What follows belongs to an exercise in optimizing a design on an open flow for small area, a short achievable clock period and few clock cycles per item; a production flow would make more cautious choices.
No run shown here included a check of the RTL's function; only the layout flow was run.
Power is estimated from default activity; no workload was simulated.

==> flow/design.v <==
module rec_check (
    input  wire         clk,
    input  wire         rst,           
    input  wire         in_valid,
    output wire         in_ready,
    input  wire [31:0]  in_data,
    output reg          out_valid,
    input  wire         out_ready,
    output wire [7:0]   out_status,
    output wire [31:0]  out_detail,
    output reg  [15:0]  out_seq,
    output reg  [9:0]   out_chan,
    output reg  [5:0]   out_act,
    input  wire         seqchk,        
    input  wire         expseq_wr,     
    input  wire [15:0]  expseq_din,
    input  wire [15:0]  shim_en,       
    input  wire [15:0]  shim_hard,     
    input  wire [15:0]  shim_soft,     
    input  wire [15:0]  shim_time,     
    input  wire [15:0]  shim_angle,    
    input  wire [15:0]  shim_pos,      
    input  wire [127:0] sincos
);
    reg  [2:0]  wcnt;
    reg         first;         
    reg  [31:0] crc;           
    reg  [31:0] prev;          
    reg  [15:0] expseq;
    reg  [1:0]  cls, dom;
    reg         sc;            
    reg         bad2;          
    reg  [2:0]  off;           
    reg         crcbad;
    reg         seqbad;
    wire take = in_valid && in_ready;
    assign in_ready = !out_valid || out_ready;
    wire w0 = (wcnt == 3'd0);
    wire w1 = (wcnt == 3'd1);
    wire w2 = (wcnt == 3'd2);
    wire w3 = (wcnt == 3'd3);
    wire w4 = (wcnt == 3'd4);
    wire w5 = (wcnt == 3'd5);
    wire w6 = (wcnt == 3'd6);
    wire w7 = (wcnt == 3'd7);
    wire [31:0] d = in_data;
    wire        dnz = (d != 32'd0);
    wire [31:0] crc_x = d ^ (crc | {32{first}});
    wire [31:0] x = crc_x;
    wire [31:0] fx;
    wire cx32 = x[6] ^ x[15];
    wire cx33 = x[0] ^ x[23];
    wire cx34 = x[1] ^ x[20];
    wire cx35 = x[2] ^ x[25];
    wire cx36 = x[10] ^ x[26];
    wire cx37 = x[4] ^ x[13];
    wire cx38 = x[21] ^ x[22];
    wire cx39 = x[8] ^ x[17];
    wire cx40 = x[7] ^ x[16];
    wire cx41 = x[5] ^ x[14];
    wire cx42 = x[3] ^ x[28];
    wire cx43 = x[9] ^ x[27];
    wire cx44 = x[30] ^ x[31];
    wire cx45 = x[19] ^ cx33;
    wire cx46 = x[11] ^ x[29];
    wire cx47 = x[12] ^ x[18];
    wire cx48 = x[24] ^ cx38;
    wire cx49 = cx34 ^ cx41;
    wire cx50 = cx32 ^ cx35;
    wire cx51 = x[28] ^ cx36;
    wire cx52 = x[26] ^ cx37;
    wire cx53 = cx39 ^ cx42;
    wire cx54 = x[29] ^ cx40;
    wire cx55 = x[5] ^ x[12];
    wire cx56 = x[10] ^ x[11];
    wire cx57 = x[30] ^ cx46;
    wire cx58 = x[18] ^ cx43;
    wire cx59 = x[3] ^ cx35;
    wire cx60 = x[31] ^ cx32;
    wire cx61 = x[7] ^ cx47;
    wire cx62 = cx34 ^ cx56;
    wire cx63 = x[23] ^ cx50;
    wire cx64 = x[8] ^ cx45;
    wire cx65 = x[21] ^ x[24];
    wire cx66 = x[1] ^ x[9];
    wire cx67 = x[6] ^ x[27];
    wire cx68 = x[22] ^ x[25];
    wire cx69 = x[19] ^ cx42;
    wire cx70 = cx43 ^ cx44;
    wire cx71 = x[3] ^ cx36;
    wire cx72 = x[14] ^ cx37;
    wire cx73 = x[9] ^ cx49;
    wire cx74 = x[4] ^ cx45;
    wire cx75 = cx36 ^ cx54;
    wire cx76 = x[16] ^ cx63;
    wire cx77 = x[20] ^ x[23];
    wire cx78 = x[4] ^ x[24];
    wire cx79 = x[21] ^ x[31];
    wire cx80 = x[17] ^ cx47;
    wire cx81 = cx38 ^ cx39;
    wire cx82 = x[2] ^ cx40;
    wire cx83 = x[6] ^ cx40;
    wire cx84 = x[2] ^ cx32;
    wire cx85 = x[25] ^ cx43;
    wire cx86 = x[13] ^ cx46;
    wire cx87 = x[12] ^ cx44;
    wire cx88 = x[15] ^ cx33;
    wire cx89 = cx35 ^ cx44;
    wire cx90 = x[27] ^ cx68;
    wire cx91 = cx48 ^ cx82;
    wire cx92 = cx53 ^ cx83;
    wire cx93 = x[27] ^ cx53;
    wire cx94 = x[30] ^ cx52;
    wire cx95 = cx37 ^ cx59;
    wire cx96 = x[29] ^ cx51;
    wire cx97 = x[17] ^ cx60;
    wire cx98 = cx44 ^ cx51;
    wire cx99 = cx39 ^ cx48;
    wire cx100 = cx41 ^ cx61;
    wire cx101 = cx39 ^ cx70;
    wire cx102 = cx61 ^ cx69;
    wire cx103 = cx49 ^ cx57;
    wire cx104 = cx64 ^ cx72;
    wire cx105 = cx60 ^ cx64;
    wire cy0 = x[11] ^ x[26];
    wire cy1 = x[28] ^ cx40;
    wire cy2 = cx43 ^ cx78;
    wire cy3 = cy0 ^ cx49;
    wire cy4 = cy1 ^ cy2;
    wire cy5 = cx63 ^ cy3;
    wire cy6 = cy4 ^ cy5;
    assign fx[0] = cy6;
    wire cy7 = cx55 ^ cx65;
    wire cy8 = cx50 ^ cy7;
    wire cy9 = cx75 ^ cx93;
    wire cy10 = cy8 ^ cy9;
    assign fx[1] = cy10;
    wire cy11 = cx68 ^ cx52;
    wire cy12 = cx57 ^ cx58;
    wire cy13 = cx92 ^ cy11;
    wire cy14 = cy12 ^ cy13;
    assign fx[2] = cy14;
    wire cy15 = cx100 ^ cx101;
    wire cy16 = cx74 ^ cx96;
    wire cy17 = cy15 ^ cy16;
    assign fx[3] = cy17;
    wire cy18 = x[18] ^ cx89;
    wire cy19 = cx75 ^ cy18;
    wire cy20 = cx104 ^ cy19;
    assign fx[4] = cy20;
    wire cy21 = cx89 ^ cx74;
    wire cy22 = cx92 ^ cy21;
    assign fx[5] = cy22;
    wire cy23 = x[14] ^ x[18];
    wire cy24 = x[31] ^ cx46;
    wire cy25 = cy23 ^ cy24;
    wire cy26 = cx93 ^ cy25;
    wire cy27 = cx76 ^ cy26;
    assign fx[6] = cy27;
    wire cy28 = cx67 ^ cx45;
    wire cy29 = cx59 ^ cx80;
    wire cy30 = cx103 ^ cy28;
    wire cy31 = cy29 ^ cy30;
    assign fx[7] = cy31;
    wire cy32 = cx34 ^ cx44;
    wire cy33 = cx65 ^ cx52;
    wire cy34 = cx84 ^ cy32;
    wire cy35 = cx102 ^ cy33;
    wire cy36 = cy34 ^ cy35;
    assign fx[8] = cy36;
    wire cy37 = x[26] ^ cx42;
    wire cy38 = cx66 ^ cx48;
    wire cy39 = cx86 ^ cy37;
    wire cy40 = cy38 ^ cy39;
    wire cy41 = cx105 ^ cy40;
    assign fx[9] = cy41;
    wire cy42 = x[22] ^ cx32;
    wire cy43 = cx55 ^ cx51;
    wire cy44 = cx57 ^ cy42;
    wire cy45 = cy43 ^ cy44;
    assign fx[10] = cy45;
    wire cy46 = cx33 ^ cx40;
    wire cy47 = cx67 ^ cx86;
    wire cy48 = cx87 ^ cy46;
    wire cy49 = cy47 ^ cy48;
    assign fx[11] = cy49;
    wire cy50 = x[11] ^ x[20];
    wire cy51 = cx55 ^ cy50;
    wire cy52 = cx52 ^ cy51;
    wire cy53 = cx101 ^ cy52;
    wire cy54 = cx76 ^ cy53;
    assign fx[12] = cy54;
    wire cy55 = cx79 ^ cx62;
    wire cy56 = cx80 ^ cx88;
    wire cy57 = cx95 ^ cy55;
    wire cy58 = cy56 ^ cy57;
    assign fx[13] = cy58;
    wire cy59 = x[13] ^ cx32;
    wire cy60 = cx38 ^ cx77;
    wire cy61 = cx85 ^ cy59;
    wire cy62 = cy60 ^ cx102;
    wire cy63 = cy61 ^ cy62;
    assign fx[14] = cy63;
    wire cy64 = x[20] ^ cx48;
    wire cy65 = cx51 ^ cx54;
    wire cy66 = cy64 ^ cy65;
    wire cy67 = cx104 ^ cy66;
    assign fx[15] = cy67;
    wire cy68 = cx85 ^ cx88;
    wire cy69 = cx103 ^ cx99;
    wire cy70 = cy68 ^ cy69;
    assign fx[16] = cy70;
    wire cy71 = cx47 ^ cx66;
    wire cy72 = cx48 ^ cy71;
    wire cy73 = cx98 ^ cy72;
    wire cy74 = cx76 ^ cy73;
    assign fx[17] = cy74;
    wire cy75 = x[0] ^ x[10];
    wire cy76 = x[22] ^ x[29];
    wire cy77 = cx37 ^ cy75;
    wire cy78 = cy76 ^ cx69;
    wire cy79 = cy77 ^ cx73;
    wire cy80 = cx97 ^ cy78;
    wire cy81 = cy79 ^ cy80;
    assign fx[18] = cy81;
    wire cy82 = x[25] ^ x[30];
    wire cy83 = cx65 ^ cy82;
    wire cy84 = cx58 ^ cy83;
    wire cy85 = cx96 ^ cy84;
    assign fx[19] = cy85;
    wire cy86 = x[19] ^ cx46;
    wire cy87 = cx90 ^ cy86;
    wire cy88 = cx98 ^ cy87;
    assign fx[20] = cy88;
    wire cy89 = cx41 ^ cx66;
    wire cy90 = cx78 ^ cx50;
    wire cy91 = cx54 ^ cx87;
    wire cy92 = cy89 ^ cy90;
    wire cy93 = cy91 ^ cy92;
    assign fx[21] = cy93;
    wire cy94 = x[24] ^ cx33;
    wire cy95 = cx53 ^ cx62;
    wire cy96 = cx70 ^ cx72;
    wire cy97 = cy94 ^ cy95;
    wire cy98 = cy96 ^ cy97;
    assign fx[22] = cy98;
    wire cy99 = cx47 ^ cx67;
    wire cy100 = cx77 ^ cx79;
    wire cy101 = cy100 ^ cy99;
    wire cy102 = cx75 ^ cy101;
    assign fx[23] = cy102;
    wire cy103 = x[16] ^ cx45;
    wire cy104 = cx50 ^ cx81;
    wire cy105 = cx73 ^ cx94;
    wire cy106 = cy103 ^ cy104;
    wire cy107 = cy105 ^ cy106;
    assign fx[24] = cy107;
    wire cy108 = x[23] ^ cx49;
    wire cy109 = cx58 ^ cx71;
    wire cy110 = cx91 ^ cx97;
    wire cy111 = cy108 ^ cy109;
    wire cy112 = cy110 ^ cy111;
    assign fx[25] = cy112;
    wire cy113 = x[0] ^ x[18];
    wire cy114 = x[19] ^ cy113;
    wire cy115 = cx71 ^ cx81;
    wire cy116 = cy114 ^ cx73;
    wire cy117 = cy115 ^ cy116;
    assign fx[26] = cy117;
    wire cy118 = cx38 ^ cx58;
    wire cy119 = cx62 ^ cx84;
    wire cy120 = cx74 ^ cy118;
    wire cy121 = cy119 ^ cy120;
    assign fx[27] = cy121;
    wire cy122 = cx42 ^ cx55;
    wire cy123 = cx45 ^ cx62;
    wire cy124 = cy122 ^ cx91;
    wire cy125 = cy123 ^ cy124;
    assign fx[28] = cy125;
    wire cy126 = x[12] ^ x[23];
    wire cy127 = x[6] ^ cx34;
    wire cy128 = cx46 ^ cy126;
    wire cy129 = cy127 ^ cy128;
    wire cy130 = cx95 ^ cx99;
    wire cy131 = cy129 ^ cy130;
    assign fx[29] = cy131;
    wire cy132 = x[9] ^ cx33;
    wire cy133 = cx48 ^ cx59;
    wire cy134 = cy132 ^ cx100;
    wire cy135 = cx94 ^ cy133;
    wire cy136 = cy134 ^ cy135;
    assign fx[30] = cy136;
    wire cy137 = x[1] ^ x[24];
    wire cy138 = cx37 ^ cx41;
    wire cy139 = cy137 ^ cx71;
    wire cy140 = cx90 ^ cy138;
    wire cy141 = cy139 ^ cy140;
    wire cy142 = cx105 ^ cy141;
    assign fx[31] = cy142;
    wire [31:0] crc_n = fx;
    wire [1:0] cls_i = d[27:26];
    wire [1:0] dom_i = d[25:24];
    wire [7:0] src_i = d[23:16];
    wire chk0 = (d[31:28] != 4'd1) || (cls_i == 2'b11) || (dom_i == 2'b11) ||
                (dom_i == 2'b00 && src_i != 8'd0) ||
                (dom_i == 2'b01 && src_i[7:4] != 4'd0) ||
                (dom_i == 2'b10 && src_i[7]);
    wire [5:0] act_i = d[21:16];
    wire chk1 = (d[15:5] != 11'd0) || (d[1:0] == 2'b11) ||
                (d[1:0] != 2'b00 && dom != 2'b10);
    wire [5:0] act = out_act;
    wire hs    = !cls[0];                       
    wire tdom  = (dom == 2'b00);
    wire a3f   = (act == 6'h3F);
    wire a45   = (act[5:1] == 5'b00010);
    wire a45x  = a45 && !tdom;                  
    wire a06   = (act == 6'h06);
    wire a07   = (act == 6'h07);
    wire a08   = (act == 6'h08);
    wire shim  = (act[5:4] == 2'b10);
    wire p0    = (act[5:2] == 4'd0) || (act == 6'h09);    
    wire win   = (cls == 2'b01);
    wire [15:0] shim_v = shim_en &
                         ((cls[1] ? shim_soft : shim_hard)) &
                         (dom[1] ? shim_pos : (dom[0] ? shim_angle : shim_time));
    wire shim_ok = shim_v[act[3:0]];
    reg shape_ok;
    always @(*) begin
        case (act)
            6'h01, 6'h02, 6'h03, 6'h06, 6'h07: shape_ok = 1'b1;
            6'h04, 6'h05: shape_ok = tdom || hs;
            6'h08: shape_ok = hs && !tdom;
            6'h09: shape_ok = hs;
            6'h20, 6'h21, 6'h22, 6'h23, 6'h24, 6'h25, 6'h26, 6'h27,
            6'h28, 6'h29, 6'h2A, 6'h2B, 6'h2C, 6'h2D, 6'h2E, 6'h2F:
                shape_ok = shim_ok;
            6'h3F: shape_ok = tdom && cls == 2'b10;
            default: shape_ok = 1'b0;
        endcase
    end
    wire win_bad = win && (!tdom || act == 6'd0 || act > 6'h07);
    wire chk2 = (a3f && dnz) || !shape_ok || win_bad;
    wire chk3 = (dom == 2'b01 && dnz) || (dom == 2'b10 && d[31:12] != 20'd0) || (a3f && dnz);
    wire chk4 = dnz && !win && !(a08 || a45x || shim);
    wire chk5 = dnz && !(a45x || a06 || shim);
    wire chk6 = (p0 && dnz) ||
                (a06 && (d[1:0] == 2'b00 || d[31:2] != 30'd0)) ||
                (a07 && d[31:6] != 26'd0);
    reg chk;
    always @(*) begin
        case (wcnt)
            3'd0: chk = chk0;
            3'd1: chk = bad2 || chk1;
            3'd2: chk = bad2 || chk2;
            3'd3: chk = bad2 || chk3;
            3'd4: chk = bad2 || chk4;
            3'd5: chk = bad2 || chk5;
            3'd6: chk = bad2 || chk6;
            default: chk = bad2;
        endcase
    end
    wire m12  = (dom == 2'b10) && (d[11:0] != 12'd0) && !sc;
    wire f16z = a08 && !dnz;
    wire f20z = (a45x || a06) && !dnz;
    wire gt   = a45x && (prev > d);
    wire parz = ((a45 && tdom) || a08 || a3f) && !dnz;
    reg [2:0] off_n;
    always @(*) begin
        off_n = off;
        if (w3)
            off_n = m12 ? 3'b011 : 3'b000;
        else if (!off[2]) begin
            if (w4 && f16z)      off_n = 3'b100;
            else if (w5 && f20z) off_n = 3'b101;
            else if (w5 && gt)   off_n = 3'b100;
            else if (w6 && parz) off_n = 3'b110;
        end
    end
    wire st_bad = !crcbad && (bad2 || seqbad);
    wire st_bnd = !crcbad && !bad2 && !seqbad && (off != 3'b000);
    assign out_status = {4'b0000, st_bnd, crcbad || st_bad, 1'b0, crcbad || st_bnd};
    wire sel_seq = !crcbad && !bad2 && seqbad;
    assign out_detail[31:30] = crcbad ? ~crc[31:30] : 2'b00;
    assign out_detail[29]    = crcbad ? ~crc[29] : (bad2 || seqbad);
    assign out_detail[28]    = crcbad ? ~crc[28] : sel_seq;
    assign out_detail[27:16] = crcbad ? ~crc[27:16] : 12'd0;
    assign out_detail[15:5]  = crcbad ? ~crc[15:5] : (sel_seq ? expseq[15:5] : 11'd0);
    assign out_detail[4:2]   = crcbad ? ~crc[4:2] : (sel_seq ? expseq[4:2] : (st_bnd ? off : 3'd0));
    assign out_detail[1:0]   = crcbad ? ~crc[1:0] : (sel_seq ? expseq[1:0] : 2'd0);
    always @(posedge clk) begin
        if (rst) begin
            wcnt      <= 3'd0;
            first     <= 1'b1;
            out_valid <= 1'b0;
            expseq    <= 16'd0;
        end else begin
            if (take) begin
                wcnt  <= wcnt + 3'd1;
                first <= w7;
                if (w7)
                    out_valid <= 1'b1;
            end
            if (out_valid && out_ready) begin
                if (!take || !w7)
                    out_valid <= 1'b0;
                if (seqchk && !crcbad)
                    expseq <= out_seq + 16'd1;
            end
            if (expseq_wr)
                expseq <= expseq_din;
        end
    end
    always @(posedge clk) begin
        seqbad <= seqchk && (out_seq != expseq);
        if (take) begin
            prev <= d;
            bad2 <= chk;
            off  <= off_n;
            if (!w7)
                crc <= crc_n;
            else
                crcbad <= !(&crc_x);
            if (w0) begin
                out_seq <= d[15:0];
                cls     <= cls_i;
                dom     <= dom_i;
                sc      <= sincos[src_i[6:0]];
            end
            if (w1) begin
                out_chan <= d[31:22];
                out_act  <= act_i;
            end
        end
    end
endmodule
==> flow/flow/run.sh <==
#!/bin/bash
set -euo pipefail
export BUFFER_PORTS_ARGS="-buffer_cell sky130_fd_sc_hd__buf_1"
bash standard.sh > standard.log 2>&1
==> flow/standard.sh <==
#!/bin/bash
# synth_recipe.tcl (not shown) runs the flow's synth.tcl, then flattens the netlist and writes it again
# the make line also repeats each setting of config.mk as NAME=value (left out here)
make -C /OpenROAD-flow-scripts/flow DESIGN_CONFIG=/design/flow/config.mk WORK_HOME=/design/flow/orfs CLKGATE_MAP_FILE= SYNTH_SCRIPT=/design/flow/synth_recipe.tcl "${@:-finish}"
==> flow/config.mk <==
export PLATFORM = sky130hd
export DESIGN_NAME = rec_check
export DESIGN_NICKNAME = rec_check
export VERILOG_FILES = /design/flow/design.v
export SDC_FILE = /design/flow/constraint.sdc
export NUM_CORES = 4
export LEC_CHECK = 0
export CAP_MARGIN = 20
export CORE_MARGIN = 2
export CORE_UTILIZATION = 40
export SLEW_MARGIN = 20
==> flow/constraint.sdc <==
create_clock -name core_clock -period 6.0 [get_ports {clk}]
set_input_delay 1.2000 -clock core_clock [delete_from_list [all_inputs] [get_ports {clk}]]
set_output_delay 1.2000 -clock core_clock [all_outputs]
set_load 0.01 [all_outputs]
==> out/results.txt, run 1 <==
Status -> complete, no violations
DRC violations left -> 0
Adder-cell area share of the yosys netlist -> 4.491%
Post-synthesis compound-gate area fraction -> 9.271%
Routed vias/inst -> 5.326
Min Clock Period, post-route -> 3.696 ns
RSZ-0062 raised after global routing -> no
Dpl ws -> 1.731 ns
Clk network pwr share -> 15.3%
Top post-synthesis cells by area -> edfxtp_1 27%, xnor2_1 13%, mux4_2 8.1%, ha_1 4.5%, xor2_1 4.5%
TNS Setup -> 0 ns
Layout cells sized above 1 -> 11.59%
RePlAce Congestion -> 0.9500
Fill cell count -> 2776
CP Launch Type -> input pin
Core ar. -> 0.02878 sq mm
DR vias -> 9672
Combinational Power Share -> 59.7%
Netlist cell types -> 63
Core Util, Final -> 48.05%
CP peak stage delay -> 0.72 ns
Initial antenna violation count -> 0
Met2 usage -> 40.12%
Tot Pwr -> 6.834 mW
Die width -> 175.0 microns
Detailed Route WL -> 37060 microns
Pint -> 4.020 mW
Initial DRC count -> 782
Cell count after synthesis -> 1110
First-pass GRT wire length -> 56430 microns
M1 GR Usage -> 32.80%
Pleak -> 4.778 nW
Crit path kind -> input pin to flop
Switching Power -> 2.814 mW
Post-Synthesis Cell Area -> 0.01170 sq mm
Fin crit share -> 61.60%
XOR/XNOR Fraction of Synth Area -> 27.73%
Sequential share of power -> 24.9%
R2r setup slk -> 2.47 ns
Met3 usage in global routing -> 3.960%
Diodes inserted -> 0
Ys Warns -> 1
Root buffer cell -> clkbuf_16
Synth top area share -> 27.20%
HPWL Detailed -> 29120 microns
Overflow after GRT -> 0
Drt first pass iters -> 5
Clk slew on worst S/H paths -> 0.06 ns
Insertion delay of the later-clocked pin in the worst-skew pair -> 0.44 ns
Seq/Total Area, Yosys -> 30.97%
Synth top cells by count -> 179 x xnor2_1, 106 x edfxtp_1, 99 x nor2_1
Most Frequent Cell on Critical Path -> mux4_2
Slew at the pin closest to its max-slew limit -> 1.106 ns
Post-synthesis mux area share -> 11.18%
Hold crit path type -> flop to flop
Switching Fraction -> 41.18%
I/O pin cnt -> 352
Drt wl/cell -> 20.41 microns
Most numerous cell in the Yosys netlist -> xnor2_1
CP Capture Type -> flop
CP max FO -> 32
H-Tree Level Count -> 4
Cell family with most CP delay -> multiplexers
Vias in the first global route -> 9607
Final Slew Violations -> 0
Final setup viols -> 0
Final Hold Viols -> 0
Flops & latches, synth -> 128
Die area -> 0.03064 sq mm
Max Clock Freq -> 270.6 MHz
CP arrival -> 3.88 ns
CTS tree -> yes
Initial core utilization -> 40.66%
Clk sinks -> 128
Worst relative slew slack -> 26.28%
Critical-path cell list -> buf_2 > buf_4 > mux4_2 > mux4_2 > mux4_2 > nand2_1 > nand2_1
Setup ws final -> 2.304 ns
Post-synth top area cell -> edfxtp_1
Num rows -> 62
Main synth FF type -> edfxtp_1
CP max stage cell -> buf_2
CTS Hold Bufs -> 0
Layout Nets -> 1739
Simple-gate share of the synthesized area -> 12.01%
Post-DRT Antenna Nets -> 0
GR peak layer -> met2
CTS max path bufs -> 2
Syn Area/Cell -> 10.54 sq um
Worst EP required -> 6.19 ns
Largest family of logic cells by synthesized area -> XOR/XNOR gates
Port bufs -> 346
Max-cap viol count -> 0
Global router's overall resource usage -> 24.31%
Pwr/cell area -> 494.1 mW/mm^2
Largest net degree at the start of global routing -> 41
VDD IR-drop max -> 267.8 uV
Async set or reset register ratio after synthesis -> 0%
Final clock skew -> 0.01270 ns
Post-synth EDFFs -> 106
Postcts setup bufs -> 0
Post-cts sizing count -> 0
Area grow syn2layout -> 18.19%
Die H -> 175.0 microns
Buf+Inv Stages, Crit Path -> 2
Cts bufs inserted -> 17
kinds of logic after synthesis:
kind of cell    count (synthesis)
other cells                     1
buf+inv                       113
fa+ha+maj                      42
xor+xnor                      298
simple gates                  278
mux                            78
compound gates                172
flops                         128
per-layer routing:
metal	up-vias	share of wire, %
met5	-	0
met3	55	6.2
met1	4636	44
met4	0	2.3
met2	400	48
li1	4581	-
flip-flops by register name, summed over array words and instances (netlist names):
register and cells:
bad2 1, cls 2, crc 32, crcbad 1, dom 2, expseq 16, first 1, off 3
out_act 6, out_chan 10, out_seq 16, out_valid 1, prev 32, sc 1, seqbad 1, wcnt 3
worst register-to-register path: stages (launching register included):
cell	delay, ns
dfxtp_2	0.82
buf_4	0.49
nor2_4	0.09
xnor2_2	0.37
ha_1	0.22
and3_1	0.14
nand3_1	0.07
nor4_1	0.60
nand4_1	0.17
nor2_1	0.17
nand4_1	0.12
metrics by stage:
stage | cell area (sq um) | hold WS, ns | std cells
global placement | 13210 | 0.5163 | 1782
finish | 13830 | 0.5490 | 1816
CTS | 13800 | 0.5558 | 1814
global route | 13830 | 0.5796 | 1816
floorplan | 11720 | 0.4969 | 1114
detailed placement | 13210 | 0.5462 | 1782
cell type report:
cell class | count | area (sq um) | share of cell area (%)
repair buffers | 355 | 1381 | 9.988
multi-input cells | 873 | 7590 | 54.88
inverters | 44 | 165.2 | 1.194
flip-flops and latches | 128 | 3625 | 26.21
well taps | 384 | 480.5 | 3.474
clock buffers | 20 | 500.5 | 3.619
clock inverters | 12 | 87.58 | 0.6333
power groups by stage:
stage | clock, mW | sequential [mW] | combinational (mW)
floorplan | 0 | 1.56 | 3.33
global placement | 0 | 1.72 | 4.02
detailed placement | 0 | 1.72 | 4.02
CTS | 1.06 | 1.70 | 4.06
global route | 1.09 | 1.72 | 4.36
finish | 1.05 | 1.70 | 4.08
path summary, 6_finish.rpt:
kind | start | to | depth (start not counted)
worst max-delay path | in_data[16] | sc | 7
worst min-delay path | wcnt[1] | wcnt[1] | 2
worst max register to register | first | crcbad | 10
worst min register to register | wcnt[1] | wcnt[1] | 2
layout by cell type (no fill, tap or decap), types with 6 or more instances in the layout:
cell type	netlist	routed
a2111oi_0	9	9
a211oi_1	14	14
a21o_1	14	14
a21oi_1	49	49
a22oi_1	7	7
and3_1	11	11
buf_1	3	343
buf_4	9	7
clkbuf_16	0	20
dfxtp_1	22	21
edfxtp_1	106	106
ha_1	42	42
inv_1	42	42
mux2i_1	34	34
mux4_2	42	42
nand2_1	45	45
nand2b_1	6	6
nand3_1	21	21
nand4_1	24	24
nor2_1	99	98
nor2_2	7	8
nor2_4	8	8
nor2b_1	8	8
nor3_1	18	18
nor4_1	9	9
nor4b_1	7	7
o21ai_0	46	46
o32ai_1	7	7
xnor2_1	179	179
xnor2_2	31	31
xnor2_4	17	17
xor2_1	60	60
xor2_2	11	11
==> run 2, diff against run 1 <==
--- a/flow/config.mk
+++ b/flow/config.mk
@@ -9,3 +9,4 @@
 export CORE_MARGIN = 2
 export CORE_UTILIZATION = 40
+export SETUP_SLACK_MARGIN = 2.8
 export SLEW_MARGIN = 20
==> run 2 against run 1 <==
Against the previous run:
- die area stayed put
- total power hardly changed
- area after synthesis did not move
- utilization is 0.64 points higher
- cell count grew 0.55%
- clock power is 8% lower
- combinational power grew 2%
- highest routed layer unchanged
- synthesized cell count unchanged
==> out/results.txt, run 2 <==
Hold_ws -> 0.5447 ns (-0.004309 ns)
Post-synth EDFFs -> 106 (unchanged)
H-Tree Level Count -> 4 (unchanged)
Adder-cell area share of the yosys netlist -> 4.491% (unchanged)
Seq/Total Area, Yosys -> 30.97% (unchanged)
Switching Power -> 2.849 mW (+1.3%)
Ys Warns -> 1 (unchanged)
Clk slew on worst S/H paths -> 0.06 ns (about the same)
Synth top cells by count -> 179 x xnor2_1, 106 x edfxtp_1, 99 x nor2_1
Worst EP required -> 6.15 ns (-0.04 ns)
Most common cell after layout, fill and taps aside -> buf_1
CP max stage cell -> xnor2_2
Async set or reset register ratio after synthesis -> 0% (unchanged)
CP arrival -> 3.30 ns (-0.58 ns)
Placed Cells -> 1784 (+0.11%)
Setup ws final -> 2.847 ns (+0.5432 ns)
HPWL Detailed -> 28880 microns (-0.81%)
Initial core utilization -> 40.66% (unchanged)
CP peak stage delay -> 0.61 ns (-0.11 ns)
Critical-path cell list -> buf_1 > buf_4 > xnor2_2 > xnor2_4 > xor2_2 > xnor2_1 > xnor2_1 > xnor2_1
Top post-synthesis cells by area -> edfxtp_1 27%, xnor2_1 13%, mux4_2 8.1%, ha_1 4.5%, xor2_1 4.5%
Syn Area/Cell -> 10.54 sq um (unchanged)
Diodes inserted -> 0 (unchanged)
Post-Synthesis Cell Area -> 0.01170 sq mm (unchanged)
Netlist cell types -> 63 (unchanged)
Post-synth top area cell -> edfxtp_1
Fill cell count -> 2723 (-1.9%)
Status -> complete, no violations
RSZ-0062 raised after global routing -> yes
Die width -> 175.0 microns (unchanged)
Drt first pass iters -> 5 (unchanged)
Worst relative slew slack -> 29.21% (+2.9 points)
Layout Nets -> 1749 (+0.58%)
Final setup viols -> 0 (unchanged)
Final non-filler cell total -> 1826 (+0.55%)
CTS tree -> yes
Final Slew Violations -> 0 (unchanged)
Root buffer cell -> clkbuf_16
Fin crit share -> 52.54% (-9.1 points)
Sequential share of power -> 24.9% (about the same)
M1 GR Usage -> 32.70% (-0.097 points)
CTS Hold Bufs -> 0 (unchanged)
Cell count after synthesis -> 1110 (unchanged)
Met2 usage -> 38.04% (-2.1 points)
Synth top area share -> 27.20% (unchanged)
Post-synthesis compound-gate area fraction -> 9.271% (unchanged)
Largest family of logic cells by synthesized area -> XOR/XNOR gates
Insertion delay of the later-clocked pin in the worst-skew pair -> 0.42 ns (-0.02 ns)
Met3 usage in global routing -> 3.764% (-0.20 points)
I/O pin cnt -> 352 (unchanged)
Most numerous cell in the Yosys netlist -> xnor2_1
Final Hold Viols -> 0 (unchanged)
VDD IR-drop max -> 307.9 uV (+15%)
Max Clock Freq -> 317.2 MHz (+17%)
Clk sinks -> 128 (unchanged)
Pint -> 3.978 mW (-1.0%)
Die H -> 175.0 microns (unchanged)
Dpl ws -> 1.791 ns (+0.06010 ns)
Most Frequent Cell on Critical Path -> xnor2_1
Initial DRC count -> 848 (+8.4%)
Biggest regs -> crc (32), prev (32)
CP max FO -> 7 (-78%)
CP Capture Type -> flop
Pwr/cell area -> 487.2 mW/mm^2 (-1.4%)
Post-synthesis mux area share -> 11.18% (unchanged)
Pleak -> 4.874 nW (+2.0%)
Routed vias/inst -> 5.402 (+1.4%)
Global router's overall resource usage -> 23.82% (-0.49 points)
Flops & latches, synth -> 128 (unchanged)
Max-cap viol count -> 0 (unchanged)
Die area -> 0.03064 sq mm (unchanged)
Detailed Route WL -> 37120 microns (+0.17%)
XOR/XNOR Fraction of Synth Area -> 27.73% (unchanged)
CTS max path bufs -> 2 (unchanged)
Switching Fraction -> 41.73% (+0.55 points)
Num rows -> 62 (unchanged)
Vias in the first global route -> 9829 (+2.3%)
Hold crit path type -> flop to flop
DR vias -> 9864 (+2.0%)
Core ar. -> 0.02878 sq mm (unchanged)
Cell area after layout -> 0.01401 sq mm (+1.3%)
Port bufs -> 346 (unchanged)
Final clock skew -> 0.01124 ns (-0.001453 ns)
Post-DRT Antenna Nets -> 0 (unchanged)
Overflow after GRT -> 0 (unchanged)
DRC violations left -> 0 (unchanged)
Most frequent cells in the layout -> 328 x buf_1, 177 x xnor2_1, 106 x edfxtp_1
Crit path kind -> input pin to flop
Main synth FF type -> edfxtp_1
RePlAce Congestion -> 0.9248 (-2.7%)
DP Area -> 0.01323 sq mm (+0.12%)
Simple-gate share of the synthesized area -> 12.01% (unchanged)
CP Launch Type -> input pin
Drt wl/cell -> 20.33 microns (-0.38%)
TNS Setup -> 0 ns (unchanged)
Area grow syn2layout -> 19.77%
Clk network pwr share -> 14.2% (-1.1 points)
GR peak layer -> met2
Layout cells sized above 1 -> 13.87% (+2.3 points)
Largest net degree at the start of global routing -> 42 (+2.4%)
Cts bufs inserted -> 17 (unchanged)
Min Clock Period, post-route -> 3.153 ns (-0.5432 ns)
Initial antenna violation count -> 1 (+1)
Combinational Power Share -> 61.0% (+1.3 points)
Slew at the pin closest to its max-slew limit -> 1.062 ns (-0.04397 ns)
First-pass GRT wire length -> 56010 microns (-0.73%)
==> run 2: cell count changes in the layout (fill, tap and decap cells not counted), moves of 4 or more <==
cell | previous run | this run
buf_4 | 7 | 15
buf_2 | 1 | 5
clkbuf_2 | 2 | 10
clkinv_4 | 1 | 5
buf_1 | 343 | 328
xnor2_4 | 17 | 21
==> run 2: kinds of logic (layout without fill, tap and decap cells) <==
kind of cell	after synthesis	after routing
xor gates and xnor gates	298	298
and+or+nand+nor	278	278
AOI/OAI and AO/OA	172	172
DFF	128	128
buffers and inverters	113	441
muxes	78	78
adders and majority gates	42	42
other	1	5
==> run 2: cell type report <==
cell class                      count  area (sq um)  share of cell area [%]
Multi-Input combinational cell    873          7685                   54.83
Sequential cell                   128          3627                   25.88
Timing Repair Buffer              364          1501                   10.71
Tap cell                          384         480.5                   3.428
Clock buffer                       19         437.9                   3.125
Inverter                           44         171.4                   1.223
Clock inverter                     13         103.9                  0.7410
Timing Repair inverter              1         7.507                 0.05357
==> run 2: what timing repair did <==
| item | 4_1_cts | 5_1_grt |
|---|---|---|
| setup endpoints to repair | 75 | 54 |
| pin swaps | 1 | 1 |
| setup buffers | 4 | 5 |
| gates cloned | 0 | 1 |
| endpoints found under the hold margin | 0 | 0 |
| gates resized for setup | 17 | 27 |
==> run 2: power by group through the flow <==
stage          Sequential (mW)  Combinational (mW)  Clock, mW
2_1_floorplan             1.56                3.33          0
6_report                  1.70                4.16      0.966
4_1_cts                   1.69                4.12      0.978
3_5_place_dp              1.72                4.05          0
3_3_place_gp              1.72                4.05          0
5_1_grt                   1.72                4.47       1.01
==> run 2: per-layer routing <==
metal | routed length [microns] | vias up
met5 | 0 | -
met4 | 1202 | 0
li1 | - | 4595
met3 | 2474 | 81
met2 | 17340 | 436
met1 | 16100 | 4752
==> run 2: per-stage QoR <==
step           utilization [%]  power, mW
3_5_place_dp             45.97      5.771
3_3_place_gp             45.97      5.772
2_1_floorplan                -      4.891
6_report                 48.70      6.828
4_1_cts                  48.12      6.791
5_1_grt                  48.70      7.201
==> run 2: critical path: cells and delay by family <==
kind	cells	cell delay, ns
xor+xnor	6	1.85
buf+inv	2	0.24
==> run 2: final timing paths <==
check                            startpoint  endpoint  slack [ns]  cells past startpoint
worst min-delay path                wcnt[1]   wcnt[1]        0.54                      2
worst max register to register        first   crc[22]        2.92                      8
worst max-delay path            in_data[20]   crc[22]        2.85                      8
worst min register to register      wcnt[1]   wcnt[1]        0.54                      2
==> run 3, diff against run 2 <==
--- a/flow/config.mk
+++ b/flow/config.mk
@@ -9,4 +9,4 @@
 export CORE_MARGIN = 2
 export CORE_UTILIZATION = 40
-export SETUP_SLACK_MARGIN = 2.8
+export SETUP_SLACK_MARGIN = 3.6
 export SLEW_MARGIN = 20
==> run 3 against run 2 <==
Against the previous run:
- non-clock buffer count is 191 higher
- clock power increased by 9.7%
- cell count is 11% higher
- critical endpoint is now out_detail[11]
- largest cell class unchanged
- highest routed layer is now met5
==> out/results.txt, run 3 <==
RePlAce Congestion -> 0.9494 (+2.7%)
Crit path kind -> flop to output port
Cts bufs inserted -> 17 (unchanged)
Clk network pwr share -> 9.9% (-4.3 points)
Hold_ws -> 0.5529 ns (+0.008261 ns)
Final Hold Viols -> 0 (unchanged)
Root buffer cell -> clkbuf_16
Most frequent cells in the layout -> 277 x buf_1, 119 x buf_4, 106 x edfxtp_1
Routed vias/inst -> 5.560 (+2.9%)
Seq/Total Area, Yosys -> 30.97% (unchanged)
Flops & latches, synth -> 128 (unchanged)
Cell family with most CP delay -> simple AND/OR/NAND/NOR gates
Num rows -> 62 (unchanged)
Final non-filler cell total -> 2018 (+11%)
Drt first pass iters -> 6 (+1)
Placed Cells -> 1781 (-0.17%)
Min Clock Period, post-route -> 2.946 ns (-0.2067 ns)
Detailed Route WL -> 47970 microns (+29%)
Buf+Inv Stages, Crit Path -> 2 (unchanged)
Tot Pwr -> 10.71 mW (+57%)
Final setup viols -> 0 (unchanged)
H-Tree Level Count -> 4 (unchanged)
Cell count after synthesis -> 1110 (unchanged)
Layout cells sized above 1 -> 37.76% (+24 points)
Post-Synthesis Cell Area -> 0.01170 sq mm (unchanged)
CP max FO -> 11 (+4)
CTS max path bufs -> 2 (unchanged)
Initial antenna violation count -> 1 (unchanged)
Ys Warns -> 1 (unchanged)
Overflow after GRT -> 0 (unchanged)
Sequential share of power -> 16.0% (-8.9 points)
First-pass GRT wire length -> 66080 microns (+18%)
Synth top cells by count -> 179 x xnor2_1, 106 x edfxtp_1, 99 x nor2_1
Async set or reset register ratio after synthesis -> 0% (unchanged)
Worst relative slew slack -> 32.25% (+3.0 points)
Switching Power -> 4.449 mW (+56%)
Pleak -> 7.114 nW (+46%)
Global router's overall resource usage -> 28.77% (+5.0 points)
Layout Nets -> 1941 (+11%)
Status -> complete, no violations
Biggest regs -> crc (32), prev (32)
DR vias -> 11.22k (+14%)
DP Area -> 0.01357 sq mm (+2.6%)
HPWL Detailed -> 28790 microns (-0.31%)
Pint -> 6.265 mW (+57%)
Combinational Power Share -> 74.1% (+13 points)
Core ar. -> 0.02878 sq mm (unchanged)
Worst EP required -> 4.80 ns (-1.35 ns)
Vias in the first global route -> 10.95k (+11%)
Drt wl/cell -> 23.77 microns (+17%)
Critical-path cell list -> or2_4 > nor2_4 > buf_12 > nand2_1 > o21ai_0 > buf_2
Cell area after layout -> 0.01875 sq mm (+34%)
DRC violations left -> 0 (unchanged)
Area grow syn2layout -> 60.23%
CP peak stage delay -> 0.42 ns (-0.19 ns)
CP max stage cell -> edfxtp_1
TNS Setup -> 0 ns (unchanged)
Post-synth EDFFs -> 106 (unchanged)
Top post-synthesis cells by area -> edfxtp_1 27%, xnor2_1 13%, mux4_2 8.1%, ha_1 4.5%, xor2_1 4.5%
RSZ-0062 raised after global routing -> yes
Post-DRT Antenna Nets -> 0 (unchanged)
CTS Hold Bufs -> 0 (unchanged)
Most common cell after layout, fill and taps aside -> buf_1
Most numerous cell in the Yosys netlist -> xnor2_1
Initial DRC count -> 1034 (+22%)
Clk sinks -> 128 (unchanged)
Diodes inserted -> 0 (unchanged)
Largest net degree at the start of global routing -> 42 (unchanged)
CTS tree -> yes
Initial core utilization -> 40.66% (unchanged)
Syn Area/Cell -> 10.54 sq um (unchanged)
Max-cap viol count -> 0 (unchanged)
Die width -> 175.0 microns (unchanged)
Max Clock Freq -> 339.5 MHz (+7.0%)
Final clock skew -> 0.01128 ns (+0.00003600 ns)
Fill cell count -> 2102 (-23%)
CP Capture Type -> output port
Die area -> 0.03064 sq mm (unchanged)
Port bufs -> 346 (unchanged)
Pwr/cell area -> 571.5 mW/mm^2 (+17%)
Slew at the pin closest to its max-slew limit -> 1.016 ns (-0.04570 ns)
Die H -> 175.0 microns (unchanged)
Switching Fraction -> 41.53% (-0.20 points)
VDD IR-drop max -> 375.2 uV (+22%)
Fin crit share -> 49.10% (-3.4 points)
Synth top area share -> 27.20% (unchanged)
CP Launch Type -> flop
Main synth FF type -> edfxtp_1
Netlist cell types -> 63 (unchanged)
Clk slew on worst S/H paths -> 0.06 ns (about the same)
Post-synth top area cell -> edfxtp_1
I/O pin cnt -> 352 (unchanged)
Insertion delay of the later-clocked pin in the worst-skew pair -> 0.43 ns (about the same)
Final Slew Violations -> 0 (unchanged)
CP arrival -> 1.75 ns (-1.55 ns)
Hold crit path type -> flop to flop
run 3: cell counts after synthesis:
No cell type changed its count.
run 3: cell families after synthesis:
| logic type | Yosys count | synth area share, % |
|---|---|---|
| AOI/OAI and AO/OA | 172 | 9.271 |
| xor gates and xnor gates | 298 | 27.73 |
| adders and majority gates | 42 | 4.491 |
| buffers and inverters | 113 | 4.320 |
| DFF | 128 | 30.97 |
| muxes | 78 | 11.18 |
| other | 1 | 0.03205 |
| and+or+nand+nor | 278 | 12.01 |
run 3: final timing paths:
check	startpoint	to	slack (ns)	depth (start not counted)
hold reg to reg	wcnt[1]	wcnt[1]	0.55	2
setup reg to reg	cls[1]	bad2	3.34	10
setup / recovery	bad2	out_detail[11]	3.05	6
hold / removal	wcnt[1]	wcnt[1]	0.55	2
run 3: per-layer routing:
| metal | up-vias | part of all wire [%] | global-route usage (%) |
|---|---|---|---|
| met2 | 590 | 49 | 48.12 |
| met3 | 156 | 6.8 | 4.460 |
| met5 | - | 0.029 | 0 |
| met1 | 5486 | 39 | 37.03 |
| met4 | 2 | 5.4 | 12.36 |
| li1 | 4986 | - | - |
run 3: repair_timing:
action	4_1_cts	5_1_grt
setup buffers	147	51
pin swaps	133	108
gates resized for setup	334	159
setup endpoints to repair	96	111
gates cloned	5	2
run 3: tightest hold or removal path, stage by stage, from the launching register on:
cell and delay, ns:
dfxtp_1 0.37, nand2_1 0.08, a21oi_1 0.06
run 3: stage by stage:
stage,utilization [%],setup WS (ns)
after CTS,60.11,3.015
final,65.15,3.054
after floorplan,-,2.790
after global placement,47.16,2.078
after global routing,65.15,2.964
after detailed placement,47.16,2.045
run 3: cell type report:
cell class / instances / area, sq um / area share, %
clock inverter: 12 / 90.09 / 0.4805
timing repair inverter: 1 / 7.507 / 0.04004
multi-input combinational: 874 / 9812 / 52.33
sequential: 128 / 3627 / 19.35
inverter: 44 / 200.2 / 1.068
tap: 384 / 480.5 / 2.563
clock buffer: 20 / 500.5 / 2.669
timing repair buffer: 555 / 4031 / 21.50
run 3: power by group through the flow:
stage / clock network [mW] / registers, mW / logic, mW
after floorplan: 0 / 1.56 / 3.47
after global placement: 0 / 1.71 / 4.17
after detailed placement: 0 / 1.72 / 4.17
after CTS: 1.06 / 1.69 / 6.00
after global routing: 1.10 / 1.73 / 8.21
final: 1.06 / 1.72 / 7.94
==> run 4, diff against run 3 <==
--- a/flow/config.mk
+++ b/flow/config.mk
@@ -9,4 +9,4 @@
 export CORE_MARGIN = 2
 export CORE_UTILIZATION = 40
-export SETUP_SLACK_MARGIN = 3.6
+export SETUP_SLACK_MARGIN = 3.3
 export SLEW_MARGIN = 20
==> run 4 against run 3 <==
Against the previous run:
- final area shrank 12%
- via count fell by 8.9%
- clock power is essentially flat
- total power down 27%
- area after synthesis unchanged
- sequential power about the same
- critical path type unchanged
==> out/results.txt, run 4 <==
Drt first pass iters -> 5 (-1)
Main synth FF type -> edfxtp_1
Insertion delay of the later-clocked pin in the worst-skew pair -> 0.43 ns (about the same)
Final setup viols -> 0 (unchanged)
CTS max path bufs -> 2 (unchanged)
CP max FO -> 6 (-5)
Initial DRC count -> 729 (-29%)
Worst relative slew slack -> 30.47% (-1.8 points)
Overflow after GRT -> 0 (unchanged)
Tot Pwr -> 7.866 mW (-27%)
Post-Synthesis Cell Area -> 0.01170 sq mm (unchanged)
Die H -> 175.0 microns (unchanged)
Initial core utilization -> 40.66% (unchanged)
Post-synth EDFFs -> 106 (unchanged)
Most numerous cell in the Yosys netlist -> xnor2_1
Largest net degree at the start of global routing -> 42 (unchanged)
Final clock skew -> 0.008180 ns (-0.003101 ns)
HPWL Detailed -> 29020 microns (+0.79%)
Most frequent cells in the layout -> 278 x buf_1, 158 x xnor2_1, 106 x edfxtp_1
DR vias -> 10.22k (-8.9%)
Max-cap viol count -> 0 (unchanged)
Synth top cells by count -> 179 x xnor2_1, 106 x edfxtp_1, 99 x nor2_1
Global router's overall resource usage -> 25.32% (-3.5 points)
Layout cells sized above 1 -> 29.34% (-8.4 points)
TNS Setup -> 0 ns (unchanged)
Crit path kind -> flop to output port
Hold crit path type -> flop to flop
Min Clock Period, post-route -> 3.007 ns (+0.06060 ns)
Die area -> 0.03064 sq mm (unchanged)
Cell count after synthesis -> 1110 (unchanged)
Detailed Route WL -> 39850 microns (-17%)
Max Clock Freq -> 332.6 MHz (-2.0%)
Pwr/cell area -> 476.4 mW/mm^2 (-17%)
Initial antenna violation count -> 1 (unchanged)
Status -> complete, no violations
DRC violations left -> 0 (unchanged)
VDD IR-drop max -> 314.7 uV (-16%)
Synth top area share -> 27.20% (unchanged)
I/O pin cnt -> 352 (unchanged)
Core ar. -> 0.02878 sq mm (unchanged)
Top post-synthesis cells by area -> edfxtp_1 27%, xnor2_1 13%, mux4_2 8.1%, ha_1 4.5%, xor2_1 4.5%
H-Tree Level Count -> 4 (unchanged)
Worst EP required -> 4.80 ns (about the same)
Biggest regs -> crc (32), prev (32)
Root buffer cell -> clkbuf_16
Clk sinks -> 128 (unchanged)
Num rows -> 62 (unchanged)
Clk slew on worst S/H paths -> 0.06 ns (about the same)
Setup ws final -> 2.993 ns (-0.06060 ns)
Pleak -> 6.075 nW (-15%)
Vias in the first global route -> 10.13k (-7.5%)
Layout Nets -> 1834 (-5.5%)
Drt wl/cell -> 20.84 microns (-12%)
Final Slew Violations -> 0 (unchanged)
Cts bufs inserted -> 17 (unchanged)
Most common cell after layout, fill and taps aside -> buf_1
Routed vias/inst -> 5.344 (-3.9%)
CP Capture Type -> output port
Ys Warns -> 1 (unchanged)
Seq/Total Area, Yosys -> 30.97% (unchanged)
Die width -> 175.0 microns (unchanged)
Post-synth top area cell -> edfxtp_1
Area grow syn2layout -> 41.09%
Slew at the pin closest to its max-slew limit -> 1.043 ns (+0.02682 ns)
CP arrival -> 1.81 ns (+0.06 ns)
Hold_ws -> 0.5681 ns (+0.01523 ns)
Flops & latches, synth -> 128 (unchanged)
RSZ-0062 raised after global routing -> yes
Fin crit share -> 50.11% (+1.0 points)
CTS tree -> yes
First-pass GRT wire length -> 59210 microns (-10%)
Syn Area/Cell -> 10.54 sq um (unchanged)
Final Hold Viols -> 0 (unchanged)
CTS Hold Bufs -> 0 (unchanged)
Port bufs -> 346 (unchanged)
Async set or reset register ratio after synthesis -> 0% (unchanged)
RePlAce Congestion -> 0.9152 (-3.6%)
Netlist cell types -> 63 (unchanged)
Post-DRT Antenna Nets -> 0 (unchanged)
CP Launch Type -> flop
Dpl ws -> 1.897 ns (-0.1477 ns)
==> run 4: cell type report <==
type / instances / area (sq um)
inverters: 44 / 197.7
repair buffers: 449 / 2810
well taps: 384 / 480.5
clock inverters: 8 / 55.05
fillers: 2441 / 12270
multi-input cells: 873 / 8765
diodes: 1 / 2.502
flip-flops and latches: 128 / 3625
clock buffers: 24 / 566.8
repair inverters: 1 / 7.507
==> run 4: stage by stage <==
step                      area (sq um)  std cells  util [%]
after floorplan                  12230       1114         -
after global placement           13500       1781     46.92
after detailed placement         13500       1781     46.92
after CTS                        15570       1885     54.09
after global routing             16510       1912     57.36
final                            16510       1912     57.36
==> run 4: routing by layer <==
layer  share of wire, %  GRT usage [%]  vias to the layer above
li1                   -              -                     4765
met1                 44          34.41                     4982
met2                 48          41.55                      404
met3                5.2          3.547                       66
met4                2.5          8.507                        0
met5                  0              0                        -
==> run 4: where the power goes <==
part           total, mW  switching (mW)  internal (mW)
Clock               1.09           0.422          0.665
Combinational       5.05            2.50           2.54
Sequential          1.73           0.295           1.44
Total               7.87            3.22           4.65
==> run 4: worst paths after layout <==
check	slack, ns	depth (start not counted)	start	to
max reg2reg	3.37	10	crcbad	expseq[1]
min	0.57	2	wcnt[1]	wcnt[1]
max	2.99	7	crcbad	out_detail[7]
min reg2reg	0.57	2	wcnt[1]	wcnt[1]
==> run 4: cells by family after synthesis <==
logic type / Yosys count / share of synthesized area (%)
AO/OA/AOI/OAI: 172 / 9.271
XOR/XNOR: 298 / 27.73
adder cells (fa/ha/maj): 42 / 4.491
buffers and inverters: 113 / 4.320
flip-flops: 128 / 30.97
multiplexers: 78 / 11.18
other: 1 / 0.03205
AND/OR/NAND/NOR: 278 / 12.01
==> run 4: critical path, stage by stage, from the launching register on <==
cell,delay (ns)
edfxtp_1,0.43
or2_4,0.27
nor2_4,0.14
buf_6,0.12
buf_12,0.11
nand2_2,0.06
o21ai_2,0.08
buf_2,0.16
==> run 4: what timing repair did <==
action	in CTS	in global routing
gates cloned	5	2
pin swaps	30	55
endpoints found under the setup margin	113	103
buffers inserted	67	24
resized for setup	186	149
==> run 5, diff against run 4 <==
--- a/flow/design.v
+++ b/flow/design.v
@@ -321,8 +321,8 @@
     wire p0    = (act[5:2] == 4'd0) || (act == 6'h09);    
     wire win   = (cls == 2'b01);
-    wire [15:0] shim_v = shim_en &
-                         ((cls[1] ? shim_soft : shim_hard)) &
-                         (dom[1] ? shim_pos : (dom[0] ? shim_angle : shim_time));
-    wire shim_ok = shim_v[act[3:0]];
+    wire [3:0] sn = act[3:0];
+    wire shim_ok = shim_en[sn] &
+                   (cls[1] ? shim_soft[sn] : shim_hard[sn]) &
+                   (dom[1] ? shim_pos[sn] : (dom[0] ? shim_angle[sn] : shim_time[sn]));
     reg shape_ok;
     always @(*) begin
@@ -363,5 +363,11 @@
     wire f16z = a08 && !dnz;
     wire f20z = (a45x || a06) && !dnz;
-    wire gt   = a45x && (prev > d);
+    wire [32:0] gt_c;
+    assign gt_c[0] = 1'b0;
+    genvar gi;
+    generate for (gi = 0; gi < 32; gi = gi + 1) begin : g_gt
+        assign gt_c[gi+1] = (prev[gi] & ~d[gi]) | ((prev[gi] | ~d[gi]) & gt_c[gi]);
+    end endgenerate
+    wire gt   = a45x && gt_c[32];
     wire parz = ((a45 && tdom) || a08 || a3f) && !dnz;
     reg [2:0] off_n;
--- a/flow/config.mk
+++ b/flow/config.mk
@@ -9,4 +9,4 @@
 export CORE_MARGIN = 2
 export CORE_UTILIZATION = 40
-export SETUP_SLACK_MARGIN = 3.3
+export SETUP_SLACK_MARGIN = 2.8
 export SLEW_MARGIN = 20
==> run 5 against run 4 <==
Against the previous run:
- still clean on timing, DRC and antenna
- die area is 3.3% lower
- register-to-register slack worse by 0.44 ns
- clock skew up 0.0052 ns
- non-clock buffer count decreased by 83
- critical path type is now input pin to flop
==> out/results.txt, run 5 <==
Status -> complete, no violations
Main synth FF type -> edfxtp_1
VDD IR-drop max -> 325.6 uV (+3.5%)
Max Clock Freq -> 302.5 MHz (-9.1%)
CP Capture Type -> flop
Simple-gate share of the synthesized area -> 11.46% (-0.55 points)
Syn Area/Cell -> 10.20 sq um (-3.2%)
Port bufs -> 346 (unchanged)
CTS max path bufs -> 2 (unchanged)
RSZ-0062 raised after global routing -> yes
Flops & latches, synth -> 128 (unchanged)
Most numerous cell in the Yosys netlist -> xnor2_1
Detailed Route WL -> 37480 microns (-5.9%)
Post-synthesis mux area share -> 11.56% (+0.37 points)
Layout Nets -> 1711 (-6.7%)
DP Area -> 0.01283 sq mm (-5.0%)
DR vias -> 9782 (-4.3%)
Die H -> 172.1 microns (-1.7%)
CTS Hold Bufs -> 0 (unchanged)
First-pass GRT wire length -> 55520 microns (-6.2%)
Most common cell after layout, fill and taps aside -> buf_1
Routed vias/inst -> 5.390 (+0.86%)
Drt wl/cell -> 20.65 microns (-0.92%)
Largest net degree at the start of global routing -> 41 (-2.4%)
Post-synth EDFFs -> 106 (unchanged)
Clk slew on worst S/H paths -> 0.06 ns (about the same)
Ys Warns -> 1 (unchanged)
RePlAce Congestion -> 0.9531 (+4.1%)
XOR/XNOR Fraction of Synth Area -> 27.28% (-0.45 points)
Slew at the pin closest to its max-slew limit -> 1.037 ns (-0.006150 ns)
Cell count after synthesis -> 1108 (-0.18%)
Pleak -> 4.675 nW (-23%)
Final Slew Violations -> 0 (unchanged)
Post-synth top area cell -> edfxtp_1
CP arrival -> 3.45 ns (+1.64 ns)
Min Clock Period, post-route -> 3.306 ns (+0.2995 ns)
Overflow after GRT -> 0 (unchanged)
Most frequent cells in the layout -> 329 x buf_1, 174 x xnor2_1, 106 x edfxtp_1
Post-DRT Antenna Nets -> 0 (unchanged)
Synth top area share -> 28.17% (+0.96 points)
H-Tree Level Count -> 4 (unchanged)
Core ar. -> 0.02778 sq mm (-3.5%)
Adder-cell area share of the yosys netlist -> 1.528% (-3.0 points)
Initial core utilization -> 40.68% (about the same)
Final setup viols -> 0 (unchanged)
TNS Setup -> 0 ns (unchanged)
Synth top cells by count -> 177 x xnor2_1, 106 x edfxtp_1, 102 x nor2_1
Cell area after layout -> 0.01376 sq mm (-17%)
I/O pin cnt -> 352 (unchanged)
Fin crit share -> 55.10% (+5.0 points)
Die width -> 172.1 microns (-1.7%)
Largest family of logic cells by synthesized area -> XOR/XNOR gates
Worst relative slew slack -> 30.88% (+0.41 points)
Hold crit path type -> flop to flop
Num rows -> 61 (-1.6%)
Vias in the first global route -> 9463 (-6.6%)
Top post-synthesis cells by area -> edfxtp_1 28%, xnor2_1 14%, mux4_2 7.6%, xnor2_2 5.2%, xor2_1 5.0%
Initial DRC count -> 812 (+11%)
Pwr/cell area -> 493.0 mW/mm^2 (+3.5%)
Final clock skew -> 0.01342 ns (+0.005239 ns)
Diodes inserted -> 0 (-1)
Seq/Total Area, Yosys -> 32.06% (+1.1 points)
Async set or reset register ratio after synthesis -> 0% (unchanged)
Crit path kind -> input pin to flop
DRC violations left -> 0 (unchanged)
Die area -> 0.02961 sq mm (-3.3%)
Root buffer cell -> clkbuf_16
Cts bufs inserted -> 17 (unchanged)
Final Hold Viols -> 0 (unchanged)
Post-Synthesis Cell Area -> 0.01130 sq mm (-3.4%)
CTS tree -> yes
Worst EP required -> 6.15 ns (+1.35 ns)
Post-synthesis compound-gate area fraction -> 11.27% (+2.0 points)
Clk sinks -> 128 (unchanged)
Netlist cell types -> 71 (+13%)
CP Launch Type -> input pin
Global router's overall resource usage -> 25.08% (-0.24 points)
Biggest regs -> crc (32), prev (32)
HPWL Detailed -> 29260 microns (+0.84%)
Layout cells sized above 1 -> 14.06% (-15 points)
Area grow syn2layout -> 21.78%
Core Util, Final -> 49.54% (-7.8 points)
Max-cap viol count -> 0 (unchanged)
Initial antenna violation count -> 0 (-1)
CP max FO -> 8 (+2)
Tot Pwr -> 6.784 mW (-14%)
Insertion delay of the later-clocked pin in the worst-skew pair -> 0.43 ns (about the same)
Drt first pass iters -> 5 (unchanged)
run 5: changes by cell type in the layout (fill, tap and decap cells not counted), moves of 16 or more:
cell / before / now
buf_2: 29 / 9
buf_1: 278 / 329
nand2_1: 33 / 60
xnor2_1: 158 / 174
buf_4: 66 / 16
buf_6: 40 / 1
buf_12: 18 / 2
o22ai_1: 0 / 20
xnor2_4: 42 / 12
nor2_4: 24 / 3
xor2_1: 46 / 62
ha_1: 35 / 9
nor2_1: 83 / 99
run 5: area by class of cell:
type / instances / area, sq um
Fill cell: 2679 / 14020
Multi-Input combinational cell: 860 / 7380
Sequential cell: 128 / 3627
Timing Repair Buffer: 366 / 1530
Tap cell: 378 / 473.0
Clock buffer: 19 / 455.4
Inverter: 50 / 192.7
Clock inverter: 13 / 96.34
Timing Repair inverter: 1 / 7.507
run 5: cells by family (layout without fill, tap and decap cells):
group,count (synthesis),count (layout)
xor gates and xnor gates,295,295
other,1,5
adders and majority gates,15,15
buffers and inverters,124,449
and+or+nand+nor,271,271
muxes,82,82
AOI/OAI and AO/OA,192,192
DFF,128,128
run 5: layer usage:
| metal | vias to the layer above | track usage (%) | part of all wire (%) |
|---|---|---|---|
| li1 | 4597 | - | - |
| met2 | 363 | 41.64 | 48 |
| met4 | 0 | 7.563 | 2.3 |
| met5 | - | 0 | 0 |
| met1 | 4771 | 34.07 | 44 |
| met3 | 51 | 3.502 | 5.4 |
run 5: path summary, 6_finish.rpt:
| path | depth (start not counted) | slack [ns] | endpoint | start |
|---|---|---|---|---|
| min reg2reg | 2 | 0.52 | wcnt[1] | wcnt[1] |
| max reg2reg | 8 | 2.93 | crc[25] | first |
| max | 7 | 2.69 | crc[25] | in_data[5] |
| min | 2 | 0.52 | wcnt[1] | wcnt[1] |
run 5: worst max-delay path, cell delays in order:
cell     delay, ns
buf_1         0.43
xnor2_2       0.25
xnor2_2       0.51
xnor2_2       0.27
xor2_2        0.21
xnor3_1       0.43
xnor2_1       0.15
run 5: power by group:
part           leakage [nW]  switching (mW)  internal [mW]
Clock                 0.283           0.427          0.561
Combinational          3.19            2.15           1.97
Sequential             1.20           0.243           1.44
run 5: stage by stage:
stage	hold slack (ns)	instances	setup slack, ns
finish	0.5208	1815	2.694
global route	0.5447	1815	2.687
CTS	0.5177	1809	2.726
detailed placement	0.5108	1772	1.822
global placement	0.5074	1772	1.872
floorplan	0.4812	1112	2.591
run 5: repair_timing:
| action | in CTS | in global routing |
|---|---|---|
| pin swaps | 3 | 6 |
| resized for setup | 33 | 22 |
| buffers inserted | 4 | 5 |
| gates cloned | 1 | 1 |
| setup endpoints to repair | 59 | 44 |
==> run 6, diff against run 5 <==
--- a/flow/config.mk
+++ b/flow/config.mk
@@ -8,5 +8,5 @@
 export CAP_MARGIN = 20
 export CORE_MARGIN = 2
-export CORE_UTILIZATION = 40
+export CORE_UTILIZATION = 65
 export SETUP_SLACK_MARGIN = 2.8
 export SLEW_MARGIN = 20
==> run 6 against run 5 <==
Against the previous run:
- largest cell class unchanged
- via count increased by 4.4%
- clock skew decreased by 0.0021 ns
- die area decreased by 38%
- highest routed layer unchanged
- combinational power decreased by 1%
==> out/results.txt, run 6 <==
Biggest regs -> crc (32), prev (32)
DR WL met2 -> 16900 microns (-6.1%)
CP arrival -> 3.34 ns (-0.11 ns)
Final Slew Violations -> 0 (unchanged)
DRC violations left -> 0 (unchanged)
HPWL Detailed -> 27010 microns (-7.7%)
Combinational Power Share -> 59.4% (-1.2 points)
Final setup viols -> 0 (unchanged)
Die width -> 135.9 microns (-21%)
Final clock skew -> 0.01135 ns (-0.002070 ns)
Async set or reset register ratio after synthesis -> 0% (unchanged)
Clk network pwr share -> 16.2% (+1.6 points)
Switching Fraction -> 39.97% (-1.5 points)
Most common cell after layout, fill and taps aside -> buf_1
CP Capture Type -> flop
Cell count after synthesis -> 1108 (unchanged)
Main synth FF type -> edfxtp_1
Cell area after layout -> 0.01359 sq mm (-1.3%)
Layout Nets -> 1705 (-0.35%)
Most numerous cell in the Yosys netlist -> xnor2_1
Most frequent cells in the layout -> 328 x buf_1, 174 x xnor2_1, 106 x edfxtp_1
Max-cap viol count -> 0 (unchanged)
Fill cell count -> 1192 (-56%)
Synth top area share -> 28.17% (unchanged)
Root buffer cell -> clkbuf_16
Sequential share of power -> 24.5% (-0.3 points)
Detailed Route WL -> 35370 microns (-5.6%)
Hold crit path type -> flop to flop
Fin crit share -> 53.55% (-1.6 points)
CTS tree -> yes
Switching Power -> 2.728 mW (-3.1%)
Pleak -> 4.647 nW (-0.59%)
H-Tree Level Count -> 4 (unchanged)
CTS max path bufs -> 2 (unchanged)
Die H -> 135.9 microns (-21%)
Worst relative slew slack -> 26.71% (-4.2 points)
CP Launch Type -> input pin
Status -> complete, no violations
Clk sinks -> 128 (unchanged)
Met1 wire length -> 13180 microns (-21%)
Post-Synthesis Cell Area -> 0.01130 sq mm (unchanged)
Pint -> 4.096 mW (+3.2%)
Min Clock Period, post-route -> 3.213 ns (-0.09304 ns)
Crit path kind -> input pin to flop
Drt wl/cell -> 21.34 microns (+3.4%)
Insertion delay of the later-clocked pin in the worst-skew pair -> 0.43 ns (about the same)
Drt first pass iters -> 6 (+1)
VDD IR-drop max -> 583.7 uV (+79%)
Pwr/cell area -> 502.3 mW/mm^2 (+1.9%)
Slew at the pin closest to its max-slew limit -> 1.099 ns (+0.06250 ns)
Metal3 WL -> 3458 microns (+71%)
I/O pin cnt -> 352 (unchanged)
Initial core utilization -> 66.02% (+25 points)
DP Area -> 0.01263 sq mm (-1.6%)
Clk slew on worst S/H paths -> 0.05 ns (about the same)
Cts bufs inserted -> 17 (unchanged)
Vias in the first global route -> 9915 (+4.8%)
Final Hold Viols -> 0 (unchanged)
CP max FO -> 5 (-3)
TNS Setup -> 0 ns (unchanged)
Top post-synthesis cells by area -> edfxtp_1 28%, xnor2_1 14%, mux4_2 7.6%, xnor2_2 5.2%, xor2_1 5.0%
Seq/Total Area, Yosys -> 32.06% (unchanged)
First-pass GRT wire length -> 53390 microns (-3.8%)
Initial antenna violation count -> 1 (+1)
Max Clock Freq -> 311.2 MHz (+2.9%)
Worst EP required -> 6.13 ns (-0.02 ns)
Global router's overall resource usage -> 38.51% (+13 points)
Overflow after GRT -> 0 (unchanged)
Flops & latches, synth -> 128 (unchanged)
Core Util, Final -> 79.37% (+30 points)
Port bufs -> 346 (unchanged)
Ys Warns -> 1 (unchanged)
Die area -> 0.01846 sq mm (-38%)
Top Layer Used -> met4
Post-synth EDFFs -> 106 (unchanged)
Tot Pwr -> 6.824 mW (+0.59%)
DR vias -> 10.22k (+4.4%)
RSZ-0062 raised after global routing -> yes
Layout cells sized above 1 -> 13.56% (-0.50 points)
Area grow syn2layout -> 20.22%
Netlist cell types -> 71 (unchanged)
Core ar. -> 0.01712 sq mm (-38%)
Routed vias/inst -> 6.166 (+14%)
RePlAce Congestion -> 0.9984 (+4.8%)
Largest net degree at the start of global routing -> 41 (unchanged)
Post-DRT Antenna Nets -> 0 (unchanged)
Syn Area/Cell -> 10.20 sq um (unchanged)
Post-synth top area cell -> edfxtp_1
Initial DRC count -> 1053 (+30%)
Synth top cells by count -> 177 x xnor2_1, 106 x edfxtp_1, 102 x nor2_1
Num rows -> 48 (-21%)
run 6: cell counts after synthesis:
Identical to the previous run, type by type.
run 6: worst paths after layout:
kind                     from  endpoint  slack (ns)  cells past startpoint
setup / recovery  in_data[30]    crcbad        2.79                      7
hold / removal        wcnt[1]   wcnt[1]        0.52                      2
setup reg to reg        first    crc[2]        2.91                      8
hold reg to reg       wcnt[1]   wcnt[1]        0.52                      2
run 6: per-layer routing:
| layer | GRT usage, % | up-vias |
|---|---|---|
| met2 | 64.09 | 649 |
| met5 | 0 | - |
| met3 | 6.040 | 117 |
| met4 | 19.97 | 0 |
| li1 | - | 4598 |
| met1 | 48.75 | 4853 |
run 6: cell families (layout without fill, tap and decap cells):
group	count (synthesis)	count (layout)	synth area share (%)
other cells	1	6	0.03318
xor+xnor	295	295	27.28
compound gates	192	192	11.27
buf+inv	124	443	4.805
flops	128	128	32.06
fa+ha+maj	15	15	1.528
simple gates	271	271	11.46
mux	82	82	11.56
run 6: area by class of cell:
class / count / area (sq um) / share of cell area [%]
diodes: 1 / 2.502 / 0.01842
clock buffers: 19 / 432.9 / 3.187
clock inverters: 13 / 185.2 / 1.363
inverters: 50 / 193.9 / 1.428
multi-input cells: 860 / 7383 / 54.35
flip-flops and latches: 128 / 3627 / 26.70
well taps: 225 / 281.5 / 2.072
repair buffers: 360 / 1471 / 10.83
repair inverters: 1 / 7.507 / 0.05526
run 6: stage by stage:
stage	setup WS (ns)	hold WS, ns	std cells
after CTS	2.713	0.5267	1649
after global placement	1.939	0.5097	1617
after global routing	2.711	0.5585	1657
after floorplan	2.591	0.4812	1112
after detailed placement	1.887	0.5171	1617
final	2.787	0.5192	1657
run 6: repair_timing:
action / CTS / global route
gates cloned: 0 / 1
buffers inserted: 0 / 6
hold buffers: 0 / 0
gates resized for setup: 31 / 31
pin swaps: 0 / 8
endpoints found under the setup margin: 62 / 84
run 6: power groups by stage:
stage	clock network [mW]	logic [mW]	registers, mW
final	1.10	4.05	1.67
after global placement	0	3.87	1.68
after global routing	1.14	4.31	1.69
after detailed placement	0	3.92	1.68
after CTS	1.10	3.98	1.66
after floorplan	0	3.25	1.55
run 6: critical path, stage by stage:
cell     delay (ns)
buf_1          0.24
xnor2_2        0.45
ha_2           0.26
nand3_1        0.07
or3_1          0.39
nor4_1         0.56
nand4_1        0.18

==> what the ideal ports hide <==
In the flow no input, the clock included, has a driving cell. The finished layouts below were timed again as built, in two steps.
Step 1 sets driving cells, clkbuf_16 on the clock port and buf_2 on the other inputs (assumed; they add their load-dependent delay and slew).
Step 2 also shifts input and output timing later by t, the mid clock arrival at the registers, as if the neighbouring blocks saw the same clock.
a / b / c = ideal / step 1 / step 2; a / b = the first two.
run | t, ns | slack for setup (ns) | worst setup path at the end
run 1 | 0.483 | 2.304 / 2.327 / 1.843 | input to register
run 2 | 0.460 | 2.847 / 2.840 / 2.404 | input to register
run 3 | 0.477 | 3.054 / 3.004 / 2.581 | input to register
run 4 | 0.471 | 2.993 / 2.945 / 2.531 | input to register
run 5 | 0.466 | 2.694 / 2.718 / 2.252 | input to register
run 6 | 0.475 | 2.787 / 2.814 / 2.339 | input to register
After both steps every run listed still meets setup and hold. For run 3, which loses most, drivers alone change the setup slack by -0.050 ns; drivers and shift together by -0.473 ns.
